Background: an optimization exercise with open tools, aiming at small area, a short achievable clock period and few clock cycles per item. Do not read the settings as production practice.
Where RTL was checked, it was by simulation tests only, not by an equivalence proof against the original.
No functional check of the RTL was part of runs 1 and 2.

[flow/run.sh]
#!/bin/bash
# synth_recipe.tcl (not shown) runs the flow's synth.tcl, then flattens the netlist and writes it again
# the make line also repeats each setting of config.mk as NAME=value (left out here)
make -C /OpenROAD-flow-scripts/flow DESIGN_CONFIG=/design/flow/config.mk WORK_HOME=/design/flow/orfs CLKGATE_MAP_FILE= SYNTH_SCRIPT=/design/flow/synth_recipe.tcl finish
[flow/config.mk]
export PLATFORM = sky130hd
export DESIGN_NAME = tkt_rx
export DESIGN_NICKNAME = tkt_rx
export VERILOG_FILES = /design/flow/design.v
export SDC_FILE = /design/flow/constraint.sdc
export NUM_CORES = 4
export LEC_CHECK = 0
export ABC_CLOCK_PERIOD_IN_PS = 3000
export CAP_MARGIN = 20
export CORE_MARGIN = 2
export CORE_UTILIZATION = 40
export SLEW_MARGIN = 20
[flow/constraint.sdc]
create_clock -name core_clock -period 10.0 [get_ports {clk}]
set_input_delay 2.0000 -clock core_clock [delete_from_list [all_inputs] [get_ports {clk}]]
set_output_delay 2.0000 -clock core_clock [all_outputs]
set_load 0.01 [all_outputs]
[flow/design.v]
module tkt_rx (
    input  wire        clk,
    input  wire        rst,
    input  wire        cfg_we,
    output reg         cfg_ready,
    input  wire [4:0]  cfg_idx,
    input  wire        cfg_en,
    input  wire        cfg_xtd,
    input  wire [2:0]  cfg_len,
    input  wire [7:0]  cfg_maxgap,
    input  wire [9:0]  cfg_age,
    input  wire [31:0] cfg_id,
    input  wire        s_valid,
    output reg         s_ready,
    input  wire [31:0] s_data,
    input  wire [4:0]  s_conn,
    input  wire [6:0]  s_flen,
    input  wire        s_xtd,
    input  wire [15:0] s_stamp,
    output reg         r_valid,
    output reg  [4:0]  r_conn,
    output reg  [2:0]  r_reason,
    output reg         r_gap,
    output reg  [15:0] r_rejcnt
);
    function [31:0] crc_m(input [31:0] c);
        integer i;
        reg [31:0] x;
        begin
            x = c;
            for (i = 0; i < 32; i = i + 1)
                x = x[0] ? ((x >> 1) ^ 32'h82F63B78) : (x >> 1);
            crc_m = x;
        end
    endfunction
    function [4:0] len_words(input [2:0] code);
        case (code)
            3'd0: len_words = 5'd2;
            3'd1: len_words = 5'd3;
            3'd2: len_words = 5'd4;
            3'd3: len_words = 5'd5;
            3'd4: len_words = 5'd6;
            3'd5: len_words = 5'd8;
            3'd6: len_words = 5'd12;
            default: len_words = 5'd16;
        endcase
    endfunction
    function [3:0] flen_code(input [6:0] f);
        case (f)
            7'd8:  flen_code = 4'b1000;
            7'd12: flen_code = 4'b1001;
            7'd16: flen_code = 4'b1010;
            7'd20: flen_code = 4'b1011;
            7'd24: flen_code = 4'b1100;
            7'd32: flen_code = 4'b1101;
            7'd48: flen_code = 4'b1110;
            7'd64: flen_code = 4'b1111;
            default: flen_code = 4'b0000;
        endcase
    endfunction
    reg [1023:0] rg_k;      
    reg [95:0]   rg_len;
    reg [31:0]   rg_xtd;
    reg [255:0]  rg_mg;     
    reg [319:0]  rg_am;     
    reg [31:0]   rg_on;     
    reg [31:0]   rg_run;    
    reg [511:0]  rg_seq;
    reg [511:0]  rg_ts;
    reg [4:0]    ph;
    reg [4:0]    ileft;     
    reg [31:0]   acc;       
    reg [4:0]    h_conn;
    reg [3:0]    h_fc;
    reg          h_xtd;
    reg [15:0]   h_sa;      
    reg [31:0]   trailer;   
    reg          held;      
    localparam RW = 85;
    reg [RW-1:0] q0, q1;
    reg          v0, v1;
    reg          s1;
    reg [7:0]    s1_sel;
    reg          s2_v;
    reg [2:0]    s2_reason;
    reg          s2_gap;
    reg          s2_rej;
    reg [7:0]    s2_wb;
    reg [1:0]    cfg_st;    
    reg [4:0]    cfg_cnt;
    wire        beat    = s_valid & s_ready;
    wire        ifirst  = (ileft == 5'd0);
    wire [4:0]  iwords  = s_flen[6:2];
    wire        ilast   = ifirst ? (iwords == 5'd1) : (ileft == 5'd1);
    wire        itr     = ifirst ? (iwords == 5'd2) : (ileft == 5'd2);
    wire        b_first = beat & ifirst;
    wire        b_last  = beat & ilast;
    wire        b_tr    = beat & itr;
    wire [31:0] x  = (acc & {32{~b_first}}) ^ (s_data & {32{beat}});
    wire [31:0] mx = crc_m(x);
    wire [15:0] stamp_now = ifirst ? s_stamp : h_sa;
    wire [15:0] age       = stamp_now - s_data[31:16];
    wire        age_ok    = (age == 16'hFFFF) || (age <= 16'd1000);
    wire [9:0]  age10     = (age == 16'hFFFF) ? 10'd0 : age[9:0];
    wire        push     = b_last | held;
    wire        pop      = s2_v;
    wire        can_push = ~v1 | pop;
    wire        push_ok  = push & can_push;
    wire [4:0]  rec_conn = b_first ? s_conn : h_conn;
    wire [RW-1:0] rec = {rec_conn,
                         b_first ? flen_code(s_flen) : h_fc,
                         b_first ? s_xtd : h_xtd,
                         h_sa[10:0], trailer, x};
    wire [4:0]  q_conn = q0[84:80];
    wire [3:0]  q_fc   = q0[79:76];
    wire        q_xtd  = q0[75];
    wire        q_aok  = q0[74];
    wire [9:0]  q_age  = q0[73:64];
    wire [15:0] q_ts   = q0[63:48];
    wire [15:0] q_seq  = q0[47:32];
    wire [31:0] q_syn  = q0[31:0];
    reg [31:0] t_k;
    reg [2:0]  t_len;
    reg        t_xtd;
    reg [7:0]  t_mg;
    reg [9:0]  t_am;
    reg        t_on, t_run;
    reg [15:0] t_seq, t_ts;
    integer j;
    always @(*) begin
        t_k = 32'd0; t_len = 3'd0; t_xtd = 1'b0; t_mg = 8'd0; t_am = 10'd0;
        t_on = 1'b0; t_run = 1'b0; t_seq = 16'd0; t_ts = 16'd0;
        for (j = 0; j < 8; j = j + 1) begin
            t_k   = t_k   | (rg_k  [j*4*32 +: 32] & {32{s1_sel[j]}});
            t_len = t_len | (rg_len[j*4*3 +: 3]   & {3{s1_sel[j]}});
            t_xtd = t_xtd | (rg_xtd[j*4]          & s1_sel[j]);
            t_mg  = t_mg  | (rg_mg [j*4*8 +: 8]   & {8{s1_sel[j]}});
            t_am  = t_am  | (rg_am [j*4*10 +: 10] & {10{s1_sel[j]}});
            t_on  = t_on  | (rg_on [j*4]          & s1_sel[j]);
            t_run = t_run | (rg_run[j*4]          & s1_sel[j]);
            t_seq = t_seq | (rg_seq[j*4*16 +: 16] & {16{s1_sel[j]}});
            t_ts  = t_ts  | (rg_ts [j*4*16 +: 16] & {16{s1_sel[j]}});
        end
    end
    wire [15:0] d       = q_seq - t_seq;
    wire [15:0] tdiff   = q_ts - t_ts;
    wire [15:0] e       = q_seq + ~t_seq + ~{8'd0, t_mg};
    wire        len_bad = ~q_fc[3] || (q_fc[2:0] != t_len) || (q_xtd != t_xtd);
    wire        crc_bad = (q_syn != ~t_k);
    wire        seq_bad = t_run && (d[15] || (d == 16'd0));
    wire        ts_bad  = t_run && tdiff[15];
    wire        gap     = t_run && ~e[15];
    wire        age_bad = (t_am != 10'd0) && (~q_aok || (q_age > t_am));
    reg [2:0] reason;
    reg       gap_out;
    always @(*) begin
        gap_out = 1'b0;
        if (!t_on)             reason = 3'd6;
        else if (len_bad)      reason = 3'd1;
        else if (crc_bad)      reason = 3'd2;
        else if (seq_bad)      reason = 3'd3;
        else if (ts_bad)       reason = 3'd4;
        else begin
            gap_out = gap;
            reason  = age_bad ? 3'd5 : 3'd0;
        end
    end
    wire idle    = ifirst & ~held & ~v0 & ~s1 & ~s2_v & (cfg_st == 2'd0);
    wire cfg_acc = cfg_we & cfg_ready;
    wire [4:0] wpos = h_conn + ph;
    wire cfg_wr  = (cfg_st == 2'd2) && (wpos == 5'd1);
    wire [9:0] amax_in = (cfg_age > 10'd1000) ? 10'd1000 : cfg_age;
    wire v0_n = pop ? (v1 | push_ok) : (v0 | push_ok);
    wire v1_n = pop ? (v1 & push_ok) : (v1 | (v0 & push_ok));
    wire held_n     = push & ~can_push;
    wire first_n    = beat ? ilast : ifirst;
    wire cfg_busy_n = cfg_acc | ((cfg_st != 2'd0) & ~cfg_wr);
    wire [4:0] ph_n = rst ? 5'd0 : ph + 5'd1;
    wire [4:0] q0c_n = (pop ? v1 : v0) ? (pop ? q1[84:80] : q_conn) : rec_conn;
    wire [4:0] cpos_n = q0c_n + ph_n;
    wire       go_n   = v0_n & ~s1 & ~rst & (cpos_n[1:0] == 2'b00);
    integer p;
    always @(posedge clk) begin
        for (p = 0; p < 32; p = p + 1) begin
            rg_k  [((p+1)%32)*32 +: 32] <= rg_k  [p*32 +: 32];
            rg_len[((p+1)%32)*3  +: 3]  <= rg_len[p*3  +: 3];
            rg_xtd[(p+1)%32]            <= rg_xtd[p];
            rg_mg [((p+1)%32)*8  +: 8]  <= rg_mg [p*8  +: 8];
            rg_am [((p+1)%32)*10 +: 10] <= rg_am [p*10 +: 10];
            rg_on [(p+1)%32]            <= rg_on [p] & ~rst;
            rg_run[(p+1)%32]            <= rg_run[p];
            rg_seq[((p+1)%32)*16 +: 16] <= rg_seq[p*16 +: 16];
            rg_ts [((p+1)%32)*16 +: 16] <= rg_ts [p*16 +: 16];
        end
        for (p = 0; p < 8; p = p + 1)
            if (s2_wb[p]) begin
                rg_seq[(p*4+2)*16 +: 16] <= q_seq;
                rg_ts [(p*4+2)*16 +: 16] <= q_ts;
                rg_run[p*4+2]            <= 1'b1;
            end
        if (cfg_wr) begin
            rg_k  [2*32 +: 32] <= acc;
            rg_am [2*10 +: 10] <= trailer[9:0];
            rg_mg [2*8  +: 8]  <= trailer[17:10];
            rg_len[2*3  +: 3]  <= trailer[20:18];
            rg_xtd[2]          <= trailer[21];
            rg_on [2]          <= trailer[22] & ~rst;
            rg_run[2]          <= rg_on[1] & rg_run[1];
        end
        ph <= ph_n;
        if (rst)
            ileft <= 5'd0;
        else if (beat)
            ileft <= ifirst ? iwords - 5'd1 : ileft - 5'd1;
        if (cfg_acc)
            acc <= ~cfg_id;
        else if (beat | (cfg_st == 2'd1))
            acc <= b_last ? x : mx;
        if (cfg_acc)
            h_conn <= cfg_idx;
        else if (b_first) begin
            h_conn <= s_conn;
            h_fc   <= flen_code(s_flen);
            h_xtd  <= s_xtd;
        end
        if (b_tr)
            h_sa <= {5'd0, age_ok, age10};
        else if (b_first)
            h_sa <= s_stamp;
        if (cfg_acc)
            trailer <= {9'd0, cfg_en, cfg_xtd, cfg_len, cfg_maxgap, amax_in};
        else if (b_tr)
            trailer <= s_data;
        held <= held_n & ~rst;
        if (pop) begin
            q0 <= v1 ? q1 : rec;
            if (v1 && push)
                q1 <= rec;
        end else if (push) begin
            if (!v0) q0 <= rec;
            else if (!v1) q1 <= rec;
        end
        v0 <= v0_n & ~rst;
        v1 <= v1_n & ~rst;
        s1 <= go_n;
        for (p = 0; p < 8; p = p + 1)
            s1_sel[p] <= go_n && (cpos_n[4:2] == p);
        s2_v      <= s1 & ~rst;
        s2_reason <= reason;
        s2_gap    <= gap_out;
        s2_rej    <= (reason != 3'd0) && (reason != 3'd6);
        for (p = 0; p < 8; p = p + 1)
            s2_wb[p] <= s1_sel[p] && (reason == 3'd0) && !rst;
        r_valid  <= s2_v & ~rst;
        r_conn   <= q_conn;
        r_reason <= s2_reason;
        r_gap    <= s2_gap;
        if (rst)
            r_rejcnt <= 16'd0;
        else if (s2_v && s2_rej && (r_rejcnt != 16'hFFFF))
            r_rejcnt <= r_rejcnt + 16'd1;
        if (rst) begin
            cfg_st <= 2'd0;
        end else if (cfg_acc) begin
            cfg_st  <= 2'd1;
            cfg_cnt <= len_words(cfg_len);
        end else if (cfg_st == 2'd1) begin
            cfg_cnt <= cfg_cnt - 5'd1;
            if (cfg_cnt == 5'd1)
                cfg_st <= 2'd2;
        end else if (cfg_wr) begin
            cfg_st <= 2'd0;
        end
        cfg_ready <= ~rst & cfg_we & ~cfg_acc & idle & ~beat;
        s_ready <= rst | (~held_n & ~(first_n & (cfg_we | cfg_busy_n)));
    end
endmodule
==> out/metrics.cfg, run 1 <==
[sta]
fmax_ghz = 0.129
fin_crit_ps = 7760
finalClockSkew_ps = 102
setup_viol = 0
finalHoldViolations = 0
finalSetupTns_ps = 0
tightestPinTransition_ps = 963
rsz0062_at_grt = false
min_period_over_period_pct = 77.6
slew_violations = 0
relSlewSlack_pct = 35.8

[routing]
vias_per_cell = 4.80
ant_nets = 0
drc = 0
wl_per_cell_um = 22.5
drt-initial-drc-count = 3329
dr.pass1.iters = 5
drt_wl_total_um = 211000
vias = 45000

[placement]
dp_cells = 8841
post-dp-hpwl_um = 133000
post_dp_cell_area_um2 = 91900
finalWeightedCongestion = 0.885
placement.io_buffers = 152

[synth]
synth_most_common_cell = dfxtp_1
yosysTopAreaCell = dfxtp_1
synth-main-ff-cell = dfxtp_1
synth.distinct_cells = 82
synth_area_leaders = dfxtp_1, edfxtp_1, mux2_2
synth_seq_cells = 3147
yosys_warnings = 1
synth_cells = 6022
synth_edf_count = 246
syn_nets = 6259
async_reset_ff_share_pct = 0
syn_avg_cell_area_um2 = 14.5
synth_top_area_share_pct = 66.6
syn_area_um2 = 87200
ys_seq_area_share_pct = 75.0
synth_common_cells = dfxtp_1, mux2_2, a22oi_1, edfxtp_1, nand2_1

[global_route]
grtUsageTotal_pct = 18.8
grt_first_pass_wirelength_um = 308000
grt_overflow = 0
grt_max_degree = 82
grt_antenna_before_repair = 17
grt_pass1_vias = 45300

[floorplanning]
die_area_um2 = 222000
core_area_um2 = 217000
dieWidth_um = 471
die_h_um = 471
start_util_pct = 40.2
pin_count = 153
rows = 171

[final_layout]
final_nets = 6528
diodes = 0
instances_no_fill = 9364
design_area_um2 = 102000
final_layout_size_suffix_gt1_share_pct = 15.9
area_growth_syn_to_layout_pct = 16.7
finish.utilization_pct = 46.9

[clock_network]
cts_resized = 0
clk_path_buf_depth = 4
tritoncts = built
postCtsSetupBuffers = 0
cts_buffers = 302
cts_hold_buf = 0
cts_max_level = 5
numClockSinks = 3147
root_buffer = clkbuf_16
insertion_delay_ps = 930
clkTransAtPathRegs_ps = 60

[setup_path]
crit_start = s_data[3]
crit_type = in -> reg
startpoint_type = input port
crit_chain = clkdlybuf4s50_1, xor2_1, a21oi_1, a311oi_2, xnor2_2, xnor2_2, xnor2_1, xnor2_1, xnor3_1, xor2_1, xor2_1, xnor3_1, xnor2_1, xnor2_1, xnor2_1, a211oi_1, a21oi_1
crit_required_ps = 10620
crit_path_frequent_cell = xnor2_1
cp-end-kind = flip-flop
critPathArrivalTime_ps = 8380
cp_slowest_stage_delay_ps = 980
worstPathMaxFanout = 11
critPathSlowestCell = clkdlybuf4s50_1
r2r_start = ileft[0]

[min_path]
hp-class = reg -> reg
hp-start = rg_k[85]

[run]
maxCapViolCount = 0

[outcome]
status = complete, no violations

per-stage QoR:
| step | worst slack, ps | hold slack (ps) |
|---|---|---|
| 6_report | 2240 | 244 |
| 5_1_grt | 2080 | 262 |
| 4_1_cts | 2420 | 245 |
| 3_5_place_dp | 1450 | 312 |
| 3_3_place_gp | 1490 | 310 |
| 2_1_floorplan | 1710 | 310 |
cells in the final DEF, fill, tap and decap left out, drive strengths merged, types with 14 or more instances in the layout:
cell type | synthesis | final
a211oi | 19 | 19
a21boi | 14 | 14
a21o | 30 | 30
a21oi | 208 | 208
a22oi | 373 | 373
and4 | 52 | 52
buf | 54 | 55
bufinv | 0 | 15
clkbuf | 187 | 437
clkdlybuf4s50 | 0 | 151
clkinv | 0 | 57
dfxtp | 2901 | 2901
edfxtp | 246 | 246
ha | 101 | 101
inv | 90 | 99
mux2 | 413 | 413
mux2i | 26 | 26
nand2 | 234 | 234
nand3 | 20 | 20
nand4 | 69 | 69
nor2 | 180 | 180
nor2b | 50 | 50
nor3 | 25 | 25
o21ai | 130 | 130
o22ai | 14 | 14
xnor2 | 262 | 262
xnor3 | 33 | 33
xor2 | 149 | 149
worst max-delay path: cells and delay by family:
family / cells / cell delay, ps
xor gates and xnor gates: 12 / 4470
buffers and inverters: 1 / 980
AOI/OAI and AO/OA: 4 / 930
cells by family (layout without fill, tap and decap cells):
kind of cell / after synthesis / after routing / share of synthesized area [%]
AO/OA/AOI/OAI: 855 / 855 / 6.56
XOR/XNOR: 451 / 451 / 5.68
adder cells (fa/ha/maj): 112 / 112 / 1.70
buffers and inverters: 331 / 819 / 1.52
flip-flops: 3147 / 3147 / 75.0
multiplexers: 439 / 439 / 5.63
AND/OR/NAND/NOR: 687 / 687 / 3.88
state kept, by name, indices dropped and copies added (netlist names), 4 cells and up:
| signal | count |
|---|---|
| rg_len | 96 |
| rg_on | 32 |
| h_conn | 5 |
| rg_am | 320 |
| s1_sel | 8 |
| acc | 32 |
| rg_xtd | 32 |
| r_rejcnt | 16 |
| cfg_cnt | 5 |
| rg_mg | 256 |
| rg_k | 1024 |
| q0 | 85 |
| h_sa | 16 |
| q1 | 85 |
| s2_wb | 8 |
| trailer | 32 |
| h_fc | 4 |
| rg_seq | 512 |
| rg_run | 32 |
| ph | 5 |
| rg_ts | 512 |
| r_conn | 5 |
| ileft | 5 |
path summary, 6_finish.rpt:
check,slack [ps],end,depth (start not counted)
worst max register to register,2870,acc[20],20
worst min-delay path,240,rg_k[117],0
worst max-delay path,2240,acc[20],17
worst min register to register,240,rg_k[117],0
layout make-up:
class | instances | area, um^2
flip-flops and latches | 3147 | 65500
clock buffers | 437 | 8950
repair buffers | 206 | 2000
clock inverters | 86 | 903
inverters | 90 | 338
well taps | 2854 | 3570
fillers | 19000 | 115000
multi-input cells | 2544 | 20500
metal layers:
layer	routed length, um	global-route usage (%)	up-vias
li1	-	-	21200
met1	98400	26.0	22300
met2	97400	30.1	1152
met3	9320	2.90	365
met5	13	0	-
met4	5880	5.82	2
==> run 2, diff against run 1 <==
--- a/flow/config.mk
+++ b/flow/config.mk
@@ -6,5 +6,4 @@
 export NUM_CORES = 4
 export LEC_CHECK = 0
-export ABC_CLOCK_PERIOD_IN_PS = 3000
 export CAP_MARGIN = 20
 export CORE_MARGIN = 2
==> run 2 against run 1 <==
Still clean on timing, DRC and antenna. Die area is the same. Critical path depth is the same. Global-route usage is the same. Area after synthesis is the same. Clock skew is the same. Cell area is the same. Count of clock-buffer cells in the layout is the same. Critical path type unchanged. Critical endpoint unchanged.
==> out/metrics.cfg, run 2 <==
[floorplanning]
rows = 171  ; unchanged
die_h_um = 471  ; unchanged
start_util_pct = 40.2  ; unchanged
die_area_um2 = 222000  ; unchanged
pin_count = 153  ; unchanged
core_area_um2 = 217000  ; unchanged
dieWidth_um = 471  ; unchanged

[global_route]
grt_antenna_before_repair = 17  ; unchanged
grt_pass1_vias = 45300  ; unchanged
grt_first_pass_wirelength_um = 308000  ; unchanged
grtUsageTotal_pct = 18.8  ; unchanged
grt_overflow = 0  ; unchanged
grt_max_degree = 82  ; unchanged

[synth]
synth_area_leaders = dfxtp_1, edfxtp_1, mux2_2
async_reset_ff_share_pct = 0  ; unchanged
syn_nets = 6259  ; unchanged
yosys_warnings = 1  ; unchanged
yosysTopAreaCell = dfxtp_1
synth_cells = 6022  ; unchanged
synth_common_cells = dfxtp_1, mux2_2, a22oi_1, edfxtp_1, nand2_1
synth.distinct_cells = 82  ; unchanged
ys_seq_area_share_pct = 75.0  ; unchanged
synth_edf_count = 246  ; unchanged
synth_most_common_cell = dfxtp_1
syn_area_um2 = 87200  ; unchanged
syn_avg_cell_area_um2 = 14.5  ; unchanged
synth_seq_cells = 3147  ; unchanged
synth_top_area_share_pct = 66.6  ; unchanged
synth-main-ff-cell = dfxtp_1

[setup_path]
rr_worst_depth = 20  ; unchanged
crit_required_ps = 10620  ; about the same
r2r-end = acc[20]
critPathSlowestCell = clkdlybuf4s50_1
critPathArrivalTime_ps = 8380  ; about the same
crit_type = in -> reg
startpoint_type = input port
cp-end-kind = flip-flop
crit_chain = clkdlybuf4s50_1, xor2_1, a21oi_1, a311oi_2, xnor2_2, xnor2_2, xnor2_1, xnor2_1, xnor3_1, xor2_1, xor2_1, xnor3_1, xnor2_1, xnor2_1, xnor2_1, a211oi_1, a21oi_1
r2r_start = ileft[0]
cp_slowest_stage_delay_ps = 980  ; about the same
worstPathMaxFanout = 11  ; unchanged
reg2reg_setup_slack_ps = 2870  ; about the same
crit_path_frequent_cell = xnor2_1

[clock_network]
cts_resized = 0  ; unchanged
postCtsSetupBuffers = 0  ; unchanged
cts_max_level = 5  ; unchanged
cts_hold_buf = 0  ; unchanged
tritoncts = built
root_buffer = clkbuf_16
insertion_delay_ps = 930  ; about the same
clkTransAtPathRegs_ps = 60  ; about the same
numClockSinks = 3147  ; unchanged
cts_buffers = 302  ; unchanged
clk_path_buf_depth = 4  ; unchanged

[routing]
vias = 45000  ; unchanged
dr.pass1.iters = 5  ; unchanged
ant_nets = 0  ; unchanged
vias_per_cell = 4.80  ; unchanged
drt-initial-drc-count = 3329  ; unchanged
drt_wl_total_um = 211000  ; unchanged
wl_per_cell_um = 22.5  ; unchanged
drc = 0  ; unchanged

[sta]
fin_crit_ps = 7760  ; unchanged
min_period_over_period_pct = 77.6  ; unchanged
fmax_ghz = 0.129  ; unchanged
whs_ps = 244  ; unchanged
tightestPinTransition_ps = 963  ; unchanged
rsz0062_at_grt = false
finalHoldViolations = 0  ; unchanged
slew_violations = 0  ; unchanged
finalClockSkew_ps = 102  ; unchanged
finalSetupTns_ps = 0  ; unchanged
setup_viol = 0  ; unchanged
relSlewSlack_pct = 35.8  ; unchanged
setup_slack_ps = 2240  ; unchanged

[min_path]
hold-path-cell-count = 0  ; unchanged
hp-class = reg -> reg
whs_endpoint = rg_k[117]
hp-start = rg_k[85]

[final_layout]
area_growth_syn_to_layout_pct = 16.7  ; unchanged
final_nets = 6528  ; unchanged
final_cell_mix = dfxtp_1, mux2_2, a22oi_1, clkbuf_16, edfxtp_1
regMostFlops = rg_k
design_area_um2 = 102000  ; unchanged
diodes = 0  ; unchanged
largest_register_ffs = 1024  ; unchanged
largestRegisters = rg_k x1024, rg_seq x512, rg_ts x512
final_common_cell = dfxtp_1
final_layout_size_suffix_gt1_share_pct = 15.9  ; unchanged

[placement]
placement.io_buffers = 152  ; unchanged
pre_cts_ws_ps = 1450  ; unchanged
post-dp-hpwl_um = 133000  ; unchanged
post_dp_cell_area_um2 = 91900  ; unchanged
finalWeightedCongestion = 0.885  ; unchanged

[outcome]
status = complete, no violations

[run]
maxCapViolCount = 0  ; unchanged

## run 2: cell counts in the layout (fill, tap and decap cells not counted)
No cell type changed its count.
## run 2: per-stage QoR
step           instances  utilization [%]
3_5_place_dp        8841             42.4
3_3_place_gp        8840             42.4
6_report            9364             46.9
5_1_grt             9364             46.9
2_1_floorplan       6022                -
4_1_cts             9364             46.9
## run 2: layout make-up
type / instances / area (um^2)
Clock buffer: 437 / 8950
Clock inverter: 86 / 903
Fill cell: 19000 / 115000
Inverter: 90 / 338
Multi-Input combinational cell: 2544 / 20500
Sequential cell: 3147 / 65500
Tap cell: 2854 / 3570
Timing Repair Buffer: 206 / 2000
## run 2: per-layer routing
metal / vias to the layer above / track usage, % / routed length [um]
met2: 1152 / 30.1 / 97400
li1: 21200 / - / -
met1: 22300 / 26.0 / 98400
met5: - / 0 / 13
met4: 2 / 5.82 / 5880
met3: 365 / 2.90 / 9320
## run 2: how the worst max path moves through the flow
stage,from,endpoint,depth (start not counted)
2_1_floorplan,s_valid,q0[0],10
3_3_place_gp,s_data[3],acc[20],17
3_5_place_dp,s_data[3],acc[20],17
4_1_cts,s_data[3],acc[20],17
5_1_grt,s_data[3],acc[20],16
6_report,s_data[3],acc[20],17
## run 2: logic make-up after synthesis
| family | after synthesis | synth area share (%) |
|---|---|---|
| AO/OA/AOI/OAI | 855 | 6.56 |
| adder cells (fa/ha/maj) | 112 | 1.70 |
| XOR/XNOR | 451 | 5.68 |
| multiplexers | 439 | 5.63 |
| flip-flops | 3147 | 75.0 |
| AND/OR/NAND/NOR | 687 | 3.88 |
| buffers and inverters | 331 | 1.52 |
## run 2: worst max-delay path: cells and delay by family
family / cells / cell delay, ps
buffers and inverters: 1 / 980
xor gates and xnor gates: 12 / 4470
AOI/OAI and AO/OA: 4 / 930
==> run 3, diff against run 2 <==
--- a/flow/design.v
+++ b/flow/design.v
@@ -69,4 +69,10 @@
     reg [511:0]  rg_ts;
     reg [4:0]    ph;
+    reg          in_v, in_first, in_last, in_tr;
+    reg [31:0]   in_d;
+    reg [4:0]    in_conn;
+    reg [6:0]    in_flen;
+    reg          in_xtd;
+    reg [15:0]   in_stamp;
     reg [4:0]    ileft;     
     reg [31:0]   acc;       
@@ -80,6 +86,4 @@
     reg [RW-1:0] q0, q1;
     reg          v0, v1;
-    reg          s1;
-    reg [7:0]    s1_sel;
     reg          s2_v;
     reg [2:0]    s2_reason;
@@ -94,21 +98,17 @@
     wire        ilast   = ifirst ? (iwords == 5'd1) : (ileft == 5'd1);
     wire        itr     = ifirst ? (iwords == 5'd2) : (ileft == 5'd2);
-    wire        b_first = beat & ifirst;
-    wire        b_last  = beat & ilast;
-    wire        b_tr    = beat & itr;
-    wire [31:0] x  = (acc & {32{~b_first}}) ^ (s_data & {32{beat}});
+    wire [31:0] x  = (acc & {32{~in_first}}) ^ (in_d & {32{in_v}});
     wire [31:0] mx = crc_m(x);
-    wire [15:0] stamp_now = ifirst ? s_stamp : h_sa;
-    wire [15:0] age       = stamp_now - s_data[31:16];
+    wire [15:0] stamp_now = in_first ? in_stamp : h_sa;
+    wire [15:0] age       = stamp_now - in_d[31:16];
     wire        age_ok    = (age == 16'hFFFF) || (age <= 16'd1000);
     wire [9:0]  age10     = (age == 16'hFFFF) ? 10'd0 : age[9:0];
-    wire        push     = b_last | held;
+    wire        push     = (in_v & in_last) | held;
     wire        pop      = s2_v;
     wire        can_push = ~v1 | pop;
     wire        push_ok  = push & can_push;
-    wire [4:0]  rec_conn = b_first ? s_conn : h_conn;
-    wire [RW-1:0] rec = {rec_conn,
-                         b_first ? flen_code(s_flen) : h_fc,
-                         b_first ? s_xtd : h_xtd,
+    wire [RW-1:0] rec = {in_first ? in_conn : h_conn,
+                         in_first ? flen_code(in_flen) : h_fc,
+                         in_first ? in_xtd : h_xtd,
                          h_sa[10:0], trailer, x};
     wire [4:0]  q_conn = q0[84:80];
@@ -120,4 +120,8 @@
     wire [15:0] q_seq  = q0[47:32];
     wire [31:0] q_syn  = q0[31:0];
+    wire [4:0]  cpos    = q_conn + ph;
+    wire        aligned = (cpos[1:0] == 2'b00);
+    wire [2:0]  tj      = cpos[4:2];
+    wire        s1      = v0 & ~s2_v & aligned;
     reg [31:0] t_k;
     reg [2:0]  t_len;
@@ -131,24 +135,25 @@
         t_k = 32'd0; t_len = 3'd0; t_xtd = 1'b0; t_mg = 8'd0; t_am = 10'd0;
         t_on = 1'b0; t_run = 1'b0; t_seq = 16'd0; t_ts = 16'd0;
-        for (j = 0; j < 8; j = j + 1) begin
-            t_k   = t_k   | (rg_k  [j*4*32 +: 32] & {32{s1_sel[j]}});
-            t_len = t_len | (rg_len[j*4*3 +: 3]   & {3{s1_sel[j]}});
-            t_xtd = t_xtd | (rg_xtd[j*4]          & s1_sel[j]);
-            t_mg  = t_mg  | (rg_mg [j*4*8 +: 8]   & {8{s1_sel[j]}});
-            t_am  = t_am  | (rg_am [j*4*10 +: 10] & {10{s1_sel[j]}});
-            t_on  = t_on  | (rg_on [j*4]          & s1_sel[j]);
-            t_run = t_run | (rg_run[j*4]          & s1_sel[j]);
-            t_seq = t_seq | (rg_seq[j*4*16 +: 16] & {16{s1_sel[j]}});
-            t_ts  = t_ts  | (rg_ts [j*4*16 +: 16] & {16{s1_sel[j]}});
-        end
+        for (j = 0; j < 8; j = j + 1)
+            if (tj == j) begin
+                t_k   = rg_k[j*4*32 +: 32];
+                t_len = rg_len[j*4*3 +: 3];
+                t_xtd = rg_xtd[j*4];
+                t_mg  = rg_mg[j*4*8 +: 8];
+                t_am  = rg_am[j*4*10 +: 10];
+                t_on  = rg_on[j*4];
+                t_run = rg_run[j*4];
+                t_seq = rg_seq[j*4*16 +: 16];
+                t_ts  = rg_ts[j*4*16 +: 16];
+            end
     end
     wire [15:0] d       = q_seq - t_seq;
     wire [15:0] tdiff   = q_ts - t_ts;
-    wire [15:0] e       = q_seq + ~t_seq + ~{8'd0, t_mg};
     wire        len_bad = ~q_fc[3] || (q_fc[2:0] != t_len) || (q_xtd != t_xtd);
     wire        crc_bad = (q_syn != ~t_k);
     wire        seq_bad = t_run && (d[15] || (d == 16'd0));
     wire        ts_bad  = t_run && tdiff[15];
-    wire        gap     = t_run && ~e[15];
+    wire [15:0] dm1     = d - 16'd1;
+    wire        gap     = t_run && (dm1 > {8'd0, t_mg});
     wire        age_bad = (t_am != 10'd0) && (~q_aok || (q_age > t_am));
     reg [2:0] reason;
@@ -166,5 +171,5 @@
         end
     end
-    wire idle    = ifirst & ~held & ~v0 & ~s1 & ~s2_v & (cfg_st == 2'd0);
+    wire idle    = ifirst & ~in_v & ~held & ~v0 & ~s2_v & (cfg_st == 2'd0);
     wire cfg_acc = cfg_we & cfg_ready;
     wire [4:0] wpos = h_conn + ph;
@@ -174,10 +179,8 @@
     wire v1_n = pop ? (v1 & push_ok) : (v1 | (v0 & push_ok));
     wire held_n     = push & ~can_push;
+    wire push_n     = (beat & ilast) | held_n;
+    wire can_push_n = ~v1_n | s1;
     wire first_n    = beat ? ilast : ifirst;
     wire cfg_busy_n = cfg_acc | ((cfg_st != 2'd0) & ~cfg_wr);
-    wire [4:0] ph_n = rst ? 5'd0 : ph + 5'd1;
-    wire [4:0] q0c_n = (pop ? v1 : v0) ? (pop ? q1[84:80] : q_conn) : rec_conn;
-    wire [4:0] cpos_n = q0c_n + ph_n;
-    wire       go_n   = v0_n & ~s1 & ~rst & (cpos_n[1:0] == 2'b00);
     integer p;
     always @(posedge clk) begin
@@ -208,5 +211,14 @@
             rg_run[2]          <= rg_on[1] & rg_run[1];
         end
-        ph <= ph_n;
+        ph <= rst ? 5'd0 : ph + 5'd1;
+        in_v     <= beat & ~rst;
+        in_first <= beat & ifirst;
+        in_last  <= beat & ilast;
+        in_tr    <= beat & itr;
+        in_d     <= s_data;
+        in_conn  <= s_conn;
+        in_flen  <= s_flen;
+        in_xtd   <= s_xtd;
+        in_stamp <= s_stamp;
         if (rst)
             ileft <= 5'd0;
@@ -215,22 +227,24 @@
         if (cfg_acc)
             acc <= ~cfg_id;
-        else if (beat | (cfg_st == 2'd1))
-            acc <= b_last ? x : mx;
+        else if (in_v | (cfg_st == 2'd1))
+            acc <= (in_v & in_last) ? x : mx;
+        else if (held)
+            acc <= x;
         if (cfg_acc)
             h_conn <= cfg_idx;
-        else if (b_first) begin
-            h_conn <= s_conn;
-            h_fc   <= flen_code(s_flen);
-            h_xtd  <= s_xtd;
-        end
-        if (b_tr)
+        else if (in_first) begin
+            h_conn <= in_conn;
+            h_fc   <= flen_code(in_flen);
+            h_xtd  <= in_xtd;
+        end
+        if (in_tr)
             h_sa <= {5'd0, age_ok, age10};
-        else if (b_first)
-            h_sa <= s_stamp;
+        else if (in_first)
+            h_sa <= in_stamp;
         if (cfg_acc)
             trailer <= {9'd0, cfg_en, cfg_xtd, cfg_len, cfg_maxgap, amax_in};
-        else if (b_tr)
-            trailer <= s_data;
-        held <= held_n & ~rst;
+        else if (in_tr)
+            trailer <= in_d;
+        held <= push & ~can_push & ~rst;
         if (pop) begin
             q0 <= v1 ? q1 : rec;
@@ -243,7 +257,4 @@
         v0 <= v0_n & ~rst;
         v1 <= v1_n & ~rst;
-        s1 <= go_n;
-        for (p = 0; p < 8; p = p + 1)
-            s1_sel[p] <= go_n && (cpos_n[4:2] == p);
         s2_v      <= s1 & ~rst;
         s2_reason <= reason;
@@ -251,5 +262,5 @@
         s2_rej    <= (reason != 3'd0) && (reason != 3'd6);
         for (p = 0; p < 8; p = p + 1)
-            s2_wb[p] <= s1_sel[p] && (reason == 3'd0) && !rst;
+            s2_wb[p] <= s1 && (tj == p) && (reason == 3'd0) && !rst;
         r_valid  <= s2_v & ~rst;
         r_conn   <= q_conn;
@@ -273,5 +284,6 @@
         end
         cfg_ready <= ~rst & cfg_we & ~cfg_acc & idle & ~beat;
-        s_ready <= rst | (~held_n & ~(first_n & (cfg_we | cfg_busy_n)));
+        s_ready <= rst | (~(push_n & ~can_push_n) &
+                          ~(first_n & (cfg_we | cfg_busy_n)));
     end
 endmodule
==> run 3 against run 2 <==
Cell area grew 1.2%. Utilization is essentially flat. Area after synthesis grew 0.88%. Routed wire length shrank 7.4%. Highest routed layer is now met4. Still clean. Register-to-register slack lost 300 ps. Critical endpoint is now s2_wb[2].
==> out/metrics.cfg, run 3 <==
[setup_path]
startpoint_type = flip-flop
cp_slowest_stage_delay_ps = 540  ; -440 ps
crit_path_frequent_cell = o21ai_0
reg2reg_setup_slack_ps = 2570  ; -300 ps
r2r_start = q0[80]
crit_type = reg -> reg
critPathArrivalTime_ps = 8190  ; -190 ps
cp-end-kind = flip-flop
crit_required_ps = 10760  ; +140 ps
worstPathMaxFanout = 18  ; +7
path_delay_family = compound AO/OA/AOI/OAI gates
r2r-end = s2_wb[2]
path_buf_inv = 1  ; unchanged
critPathSlowestCell = a31oi_1
rr_worst_depth = 27  ; +35%

[sta]
slew_violations = 0  ; unchanged
finalClockSkew_ps = 67.6  ; -34.2 ps
fmax_ghz = 0.135  ; +4.4%
rsz0062_at_grt = false
min_period_over_period_pct = 74.3  ; -3.3 points
relSlewSlack_pct = 30.2  ; -5.6 points
finalSetupTns_ps = 0  ; unchanged
finalHoldViolations = 0  ; unchanged
setup_viol = 0  ; unchanged
fin_crit_ps = 7430  ; -329 ps
tightestPinTransition_ps = 1040  ; +74.0 ps

[routing]
dr.pass1.iters = 5  ; unchanged
wl_per_cell_um = 20.6  ; -8.6%
drt-initial-drc-count = 3159  ; -5.1%
vias = 44400  ; -1.3%
drt_wl_total_um = 195000  ; -7.4%
drc = 0  ; unchanged
ant_nets = 0  ; unchanged
vias_per_cell = 4.68  ; -2.6%

[min_path]
whs_endpoint = rg_ts[386]
hp-class = reg -> reg
hold-path-cell-count = 0  ; unchanged
hp-start = rg_ts[370]

[placement]
placement.io_buffers = 152  ; unchanged
finalWeightedCongestion = 0.876  ; -1.1%
post_dp_cell_area_um2 = 92900  ; +1.1%
post-dp-hpwl_um = 124000  ; -6.9%

[final_layout]
final_cell_mix = dfxtp_1, mux2_2, nand2_1, clkbuf_16, a21oi_1
design_area_um2 = 103000  ; +1.2%
final_common_cell = dfxtp_1
area_growth_syn_to_layout_pct = 17.0
largestRegisters = rg_k x1024, rg_seq x512, rg_ts x512
largest_register_ffs = 1024  ; unchanged
final_layout_size_suffix_gt1_share_pct = 16.6  ; +0.64 points
regMostFlops = rg_k
final_nets = 6598  ; +1.1%

[clock_network]
cts_buffers = 308  ; +2.0%
cts_max_level = 5  ; unchanged
insertion_delay_ps = 950  ; +20 ps
numClockSinks = 3203  ; +1.8%
clkTransAtPathRegs_ps = 60  ; about the same
postCtsSetupBuffers = 0  ; unchanged
clk_path_buf_depth = 4  ; unchanged
tritoncts = built
root_buffer = clkbuf_16
cts_hold_buf = 0  ; unchanged
cts_resized = 0  ; unchanged

[synth]
synth_common_cells = dfxtp_1, mux2_2, nand2_1, a21oi_1, xnor2_1
ys_seq_area_share_pct = 75.5  ; +0.49 points
synth_cells = 6086  ; +1.1%
syn_area_um2 = 88000  ; +0.88%
yosys_warnings = 1  ; unchanged
synth-main-ff-cell = dfxtp_1
synth_top_area_share_pct = 67.5  ; +0.94 points
syn_nets = 6295  ; +0.58%
synth_seq_cells = 3203  ; +1.8%
synth.distinct_cells = 75  ; -8.5%
async_reset_ff_share_pct = 0  ; unchanged
synth_most_common_cell = dfxtp_1
synth_edf_count = 235  ; -4.5%
syn_avg_cell_area_um2 = 14.5  ; -0.18%
synth_area_leaders = dfxtp_1, edfxtp_1, mux2_2
yosysTopAreaCell = dfxtp_1

[floorplanning]
die_h_um = 473  ; +0.44%
dieWidth_um = 473  ; +0.44%
start_util_pct = 40.1  ; -0.079 points
die_area_um2 = 224000  ; +0.87%
rows = 172  ; +0.58%
core_area_um2 = 219000  ; +1.1%
pin_count = 153  ; unchanged

[global_route]
grtUsageTotal_pct = 17.3  ; -1.4 points
grt_antenna_before_repair = 6  ; -11
grt_first_pass_wirelength_um = 290000  ; -5.8%
grt_overflow = 0  ; unchanged
grt_pass1_vias = 45100  ; -0.50%
grt_max_degree = 76  ; -7.3%

[outcome]
status = complete, no violations

[run]
maxCapViolCount = 0  ; unchanged

## run 3: logic make-up (layout without fill, tap and decap cells)
logic type,count (synthesis),after routing,synth area share (%)
buffers and inverters,290,818,1.29
other,0,2,0
muxes,535,535,7.51
xor gates and xnor gates,457,457,5.61
and+or+nand+nor,880,880,4.46
adders and majority gates,84,84,1.23
DFF,3203,3203,75.5
AOI/OAI and AO/OA,637,637,4.37
## run 3: area by class of cell
cell class | instances | area, um^2
diodes | 2 | 5.00
clock buffers | 442 | 9070
clock inverters | 93 | 980
fillers | 18900 | 116000
inverters | 74 | 278
multi-input cells | 2593 | 20600
flip-flops and latches | 3203 | 66500
well taps | 2871 | 3590
repair buffers | 209 | 1990
## run 3: through the flow
stage / worst slack, ps / hold WS, ps / std cells / utilization, %
6_report: 2570 / 276 / 9487 / 47.0
5_1_grt: 1930 / 276 / 9486 / 47.0
3_5_place_dp: 2700 / 312 / 8950 / 42.4
2_1_floorplan: 2260 / 310 / 6086 / -
4_1_cts: 2600 / 267 / 9485 / 47.0
3_3_place_gp: 2800 / 310 / 8950 / 42.4
## run 3: worst max-delay path by stage
stage	cells past startpoint	to	startpoint
floorplan	29	s2_wb[3]	q0[80]
global placement	27	s2_wb[3]	q0[80]
detailed placement	27	s2_wb[2]	q0[80]
CTS	27	s2_wb[2]	q0[80]
global route	27	s2_wb[2]	q0[80]
finish	27	s2_wb[2]	q0[80]
## run 3: worst reg2reg max path: stages (launching register included)
cell and delay [ps]:
edfxtp_1 400, ha_1 230, fa_1 520, a21o_1 240, a21oi_1 500, xor2_4 280, buf_4 370, nand2_2 130
nor2_2 450, a221oi_1 260, ha_1 310, nor2b_1 130, o21ai_0 210, a21boi_0 160, o21ai_0 240, a21oi_1 120
o21ai_0 210, a21oi_1 110, o21ai_0 220, a21oi_1 110, o21ai_0 290, a21boi_0 140, o211ai_1 180, a21boi_0 130
or3_1 340, a31oi_1 540, nand4b_1 380, nor3_1 100
## run 3: metal layers
| metal | vias to the layer above | global-route usage [%] | share of wire (%) |
|---|---|---|---|
| met5 | - | 0 | 0 |
| met4 | 0 | 5.27 | 2.6 |
| met3 | 276 | 3.06 | 4.9 |
| met2 | 1083 | 26.1 | 43 |
| met1 | 21900 | 25.3 | 49 |
| li1 | 21100 | - | - |
Testbench counts of run 3, summed over its fixed seeds: cycles 23,015, frames 3,200.

re-timing with driven ports:
No port has a modelled driver above. Below, the same layouts with a new extraction and two added sets of constraints.
Step 1 (the two cells are an assumption about what drives the block):
set clk [get_ports {clk}]
set_driving_cell -lib_cell sky130_fd_sc_hd__clkbuf_16 $clk
set_driving_cell -lib_cell sky130_fd_sc_hd__buf_2 [delete_from_list [all_inputs] $clk]
Step 2 times the ports against the registers' clock, not the clock port: input delays grow and output delays shrink by t, the midpoint of the rising clock arrivals with the driver on.
a / b / c = ideal ports / drivers / drivers and shift; a / b = the first two.
run | t (ns) | setup WS [ns] | hold slack, ns
run 1 | 0.969 | 2.239 / 2.307 / 1.338 | 0.244 / 0.244 / 0.244
run 2 | 0.969 | 2.239 / 2.307 / 1.338 | 0.244 / 0.244 / 0.244
run 3 | 0.986 | 2.568 / 2.568 / 2.568 | 0.276 / 0.276 / 0.276
After both steps every run listed still meets setup and hold.
